This design comes from an exercise in tuning for small area and few clock cycles on the open sky130 flow, not from production work.
RTL that was checked went through simulation tests only; none was proved equivalent to the original.
Power is estimated from default activity; no workload was simulated.

the baseline:
==> flow/design.v (excerpt) <==
module eland_tx (
    input  wire        clk,
    input  wire        rst,           
    input  wire        start,
    input  wire [10:0] length,        
    input  wire [1:0]  spread,        
    input  wire [6:0]  npre,          
    output wire        start_ready,
    input  wire [7:0]  in_data,
    input  wire        in_valid,
    output wire        in_ready,
    output wire        chip,
    output wire        chip_valid,
    output wire        chip_last,
    input  wire        chip_ready
);
Size: roughly 38 I/O pins, roughly 29000 um2 of cells after synthesis.
export LEC_CHECK = 0
export ABC_AREA = 1
export CAP_MARGIN = 0
export CORE_MARGIN = 2
export CORE_UTILIZATION = 60
export PLACE_DENSITY = 0.7
export SLEW_MARGIN = 0
create_clock -name core_clock -period 12.0 [get_ports {clk}]
standard.sh (not shown) runs the stock make flow with config.mk's settings and CLKGATE_MAP_FILE= SYNTH_SCRIPT=/design/flow/synth_recipe.tcl, a recipe that flattens the netlist after the stock synthesis.
==> flow/flow/run.sh <==
#!/bin/bash
# Standard layout; clock tree synthesis without dummy loads and with larger
# sink clusters; ports buffered with the smallest buffer.
set -euo pipefail
export CTS_ARGS="-sink_clustering_enable -repair_clock_nets -dont_use_dummy_load -buf_list sky130_fd_sc_hd__clkbuf_8 -sink_clustering_size 19 -sink_clustering_max_diameter 70"
export BUFFER_PORTS_ARGS="-inputs -outputs -buffer_cell sky130_fd_sc_hd__buf_1"
bash standard.sh > standard.log 2>&1
The baseline ended with every stage complete and zero timing, DRC or antenna violations.
Testbench counts of the baseline, summed over its fixed seeds: cycles 1,792,826.
The inputs of the candidate differ from those of the baseline as listed below.
--- a/flow/flow/run.sh
+++ b/flow/flow/run.sh
@@ -5 +5 @@
-export CTS_ARGS="-sink_clustering_enable -repair_clock_nets -dont_use_dummy_load -buf_list sky130_fd_sc_hd__clkbuf_8 -sink_clustering_size 19 -sink_clustering_max_diameter 70"
+export CTS_ARGS="-sink_clustering_enable -repair_clock_nets -dont_use_dummy_load -buf_list sky130_fd_sc_hd__clkbuf_8 -sink_clustering_size 17 -sink_clustering_max_diameter 80"
==> summary.txt <==
Measured against each other, the candidate and the baseline differ in area growth from synthesis to final layout, the lower figure coming from the baseline.
Compared to the baseline, the candidate leaves less free space in the core.
The candidate: full flow OK, the timing, design-rule and antenna checks passed
Changes observed in the candidate relative to the baseline: worst-case hold slack went down by 0.015 ns, post-route fraction of the period consumed by the critical path went down by 0.31 points, switching power summed over all nets went up by 21 uW.
Of the candidate and the baseline, the lower overall power belongs to the baseline.

* * *

Another version of the RTL of eland_tx (not shown whole).
For scale: roughly 2500 cells after synthesis, about 970 flip-flops, about 38 I/O pins, about 0.030 mm² of cells after synthesis.
Settings: LEC_CHECK=0, ABC_AREA=1, CAP_MARGIN=20, CORE_MARGIN=2, CORE_UTILIZATION=60, CTS_BUF_LIST=sky130_fd_sc_hd__clkbuf_4, CTS_CLUSTER_SIZE=20, PLACE_DENSITY=0.7, SLEW_MARGIN=20; clock period 12.0 ns.
run.sh (not shown) runs the stock make flow with config.mk's settings and CLKGATE_MAP_FILE= SYNTH_SCRIPT=/design/flow/synth_recipe.tcl, a recipe that flattens the netlist after the stock synthesis.
Stock flow here: none of the scripts above is used.
The starting point ran to the end with no violations.
==> next run, changes <==
Settings changed: CTS_BUF_LIST sky130_fd_sc_hd__clkbuf_4 to sky130_fd_sc_hd__clkbuf_8, CTS_CLUSTER_SIZE 20 to 40.
=> The changed run went through all stages and came out clean; routed wire length hardly moves; synthesized area does not change; die area stays the same; worst setup slack improved by 0.24 ns; clock power grows by about 4%; hold slack improved by 0.0090 ns.
Function was not checked in any run of this note: the RTL went through the layout flow alone.

* * *

run 1:
eland_tx with an RTL version that a note above also has.
For scale: ~2,100 cells after synthesis, roughly 38 I/O pins, roughly 29,000 sq um of cells after synthesis.
export LEC_CHECK = 0
export CAP_MARGIN = 0
export CORE_MARGIN = 2
export CORE_UTILIZATION = 60
export PLACE_DENSITY = 0.7
export SLEW_MARGIN = 0
create_clock -name core_clock -period 12.0 [get_ports {clk}]
standard.sh (not shown) runs the stock make flow with config.mk's settings and CLKGATE_MAP_FILE= SYNTH_SCRIPT=/design/flow/synth_recipe.tcl, a recipe that flattens the netlist after the stock synthesis.
==> flow/flow/run.sh <==
#!/bin/bash
# Standard layout; clock tree synthesis without dummy loads and with larger
# sink clusters; ports buffered with the smallest buffer.
set -euo pipefail
export CTS_ARGS="-sink_clustering_enable -repair_clock_nets -dont_use_dummy_load -buf_list sky130_fd_sc_hd__clkbuf_8 -sink_clustering_size 16 -sink_clustering_max_diameter 70"
export BUFFER_PORTS_ARGS="-inputs -outputs -buffer_cell sky130_fd_sc_hd__buf_1"
bash standard.sh > standard.log 2>&1
No stage failed in run 1, and the final checks on the layout all came back clean.
Testbench counts of run 1, summed over its fixed seeds: cycles 1,792,826.
Here is what was changed in the inputs of run 2 compared with run 1.
--- a/flow/flow/run.sh
+++ b/flow/flow/run.sh
@@ -5 +5 @@
-export CTS_ARGS="-sink_clustering_enable -repair_clock_nets -dont_use_dummy_load -buf_list sky130_fd_sc_hd__clkbuf_8 -sink_clustering_size 16 -sink_clustering_max_diameter 70"
+export CTS_ARGS="-sink_clustering_enable -repair_clock_nets -dont_use_dummy_load -buf_list sky130_fd_sc_hd__clkbuf_8 -sink_clustering_size 19 -sink_clustering_max_diameter 70"
### Flow results
Both conditions hold for run 1: the flow ran to the end and the final layout passed the timing, design-rule and antenna checks.
Run 2 completed end to end with timing, DRC and antenna clean.
Latest clock arrival within the worst-skew pair delta (run 1 -> run 2): insignificant
When the final numbers for run 1 and run 2 were put side by side, the portion of the clock cycle consumed by the worst path in the final layout turned out to be greater in run 2.
[diff] clock skew, run 2 relative to run 1: regression
Modified inputs, run 3 compared to run 2
--- a/flow/flow/run.sh
+++ b/flow/flow/run.sh
@@ -5 +5 @@
-export CTS_ARGS="-sink_clustering_enable -repair_clock_nets -dont_use_dummy_load -buf_list sky130_fd_sc_hd__clkbuf_8 -sink_clustering_size 19 -sink_clustering_max_diameter 70"
+export CTS_ARGS="-sink_clustering_enable -repair_clock_nets -dont_use_dummy_load -buf_list sky130_fd_sc_hd__clkbuf_8 -sink_clustering_size 15 -sink_clustering_max_diameter 100"
--- a/flow/config.mk
+++ b/flow/config.mk
@@ -7,0 +8 @@
+export ABC_AREA = 1
==> summary.txt <==
For the setup slack of the critical path after layout, run 3 came in 120 ps higher than run 2 did. Run 2 -> run 3: sum of negative setup slack delta 0, exact match. NOTE: worst hold slack in run 3 falls short of that of run 2. Relative to run 2, the synthesized cell count measured on run 3 has increased by more than 10%. Against run 2, run 3 comes in 2.2 points lower on fraction of area in multi-input gates. The post-synthesis share of cell area spent on full adders, half adders and majority gates was comparable across run 3 and run 2.
The following lists how run 4 was set up differently from run 3:
--- a/flow/config.mk
+++ b/flow/config.mk
@@ -8 +7,0 @@
-export ABC_AREA = 1
### Flow results
- Diff run 3 -> run 4: total placed cells including tap cells decreased 337, fmax has decreased, setup slack after layout lower.
- Going from run 3 to run 4, the part of the power in combinational logic was found to have gone down by 1.4 points.
- Of the two candidates, run 3 has the better floorplan die area and run 4 the worse one.
- [run 4] ratio of routed vias to standard cells rose 2.4% relative to run 3
- In the flow results for run 3 and run 4, the initial core utilization is larger on run 3.
- Against run 3, run 4 comes in 3.3 mm lower on length of routed met2 wiring.
- In run 4 relative to run 3, total power draw had gone down by a few percent.
- Summary — fraction of synthesized area in multiplexers, run 4 relative to run 3: higher, by 5.9 points.
- Diff run 3..run 4 | number of instances on the worst hold path | unchanged

## re-timing with driven ports
The flow's constraints put no driver on any port. The routed layouts listed below were extracted and timed again, unchanged, in two steps.
Step 1 sets driving cells, clkbuf_16 on the clock port and buf_2 on the other inputs (assumed; they add their load-dependent delay and slew).
Step 2 times the ports against the registers' clock, not the clock port: input delays grow and output delays shrink by t, the midpoint of the rising clock arrivals with the driver on.
a / b / c = no drivers / after step 1 / after step 2; a / b = the first two.
run	t, ns	setup WS [ns]	worst setup path after step 2	worst register clock-pin slew, ns
the baseline	0.694	4.953 / 4.896 / 5.590	register to output	0.12 / 0.12
the candidate	0.679	4.990 / 4.936 / 5.615	register to output	0.12 / 0.12
the first run of note 2	1.072	5.391 / 5.332 / 6.404	register to output	0.09 / 0.09
the second run of note 2	0.821	5.635 / 5.576 / 6.397	register to output	0.07 / 0.07
run 1	0.685	4.900 / 4.846 / 5.531	register to output	0.10 / 0.10
run 2	0.702	4.880 / 4.822 / 5.524	register to output	0.11 / 0.11
run 3	0.703	5.003 / 4.949 / 5.652	register to output	0.12 / 0.12
run 4	0.697	4.849 / 4.790 / 5.487	register to output	0.11 / 0.11
After both steps every run listed still meets setup and hold.
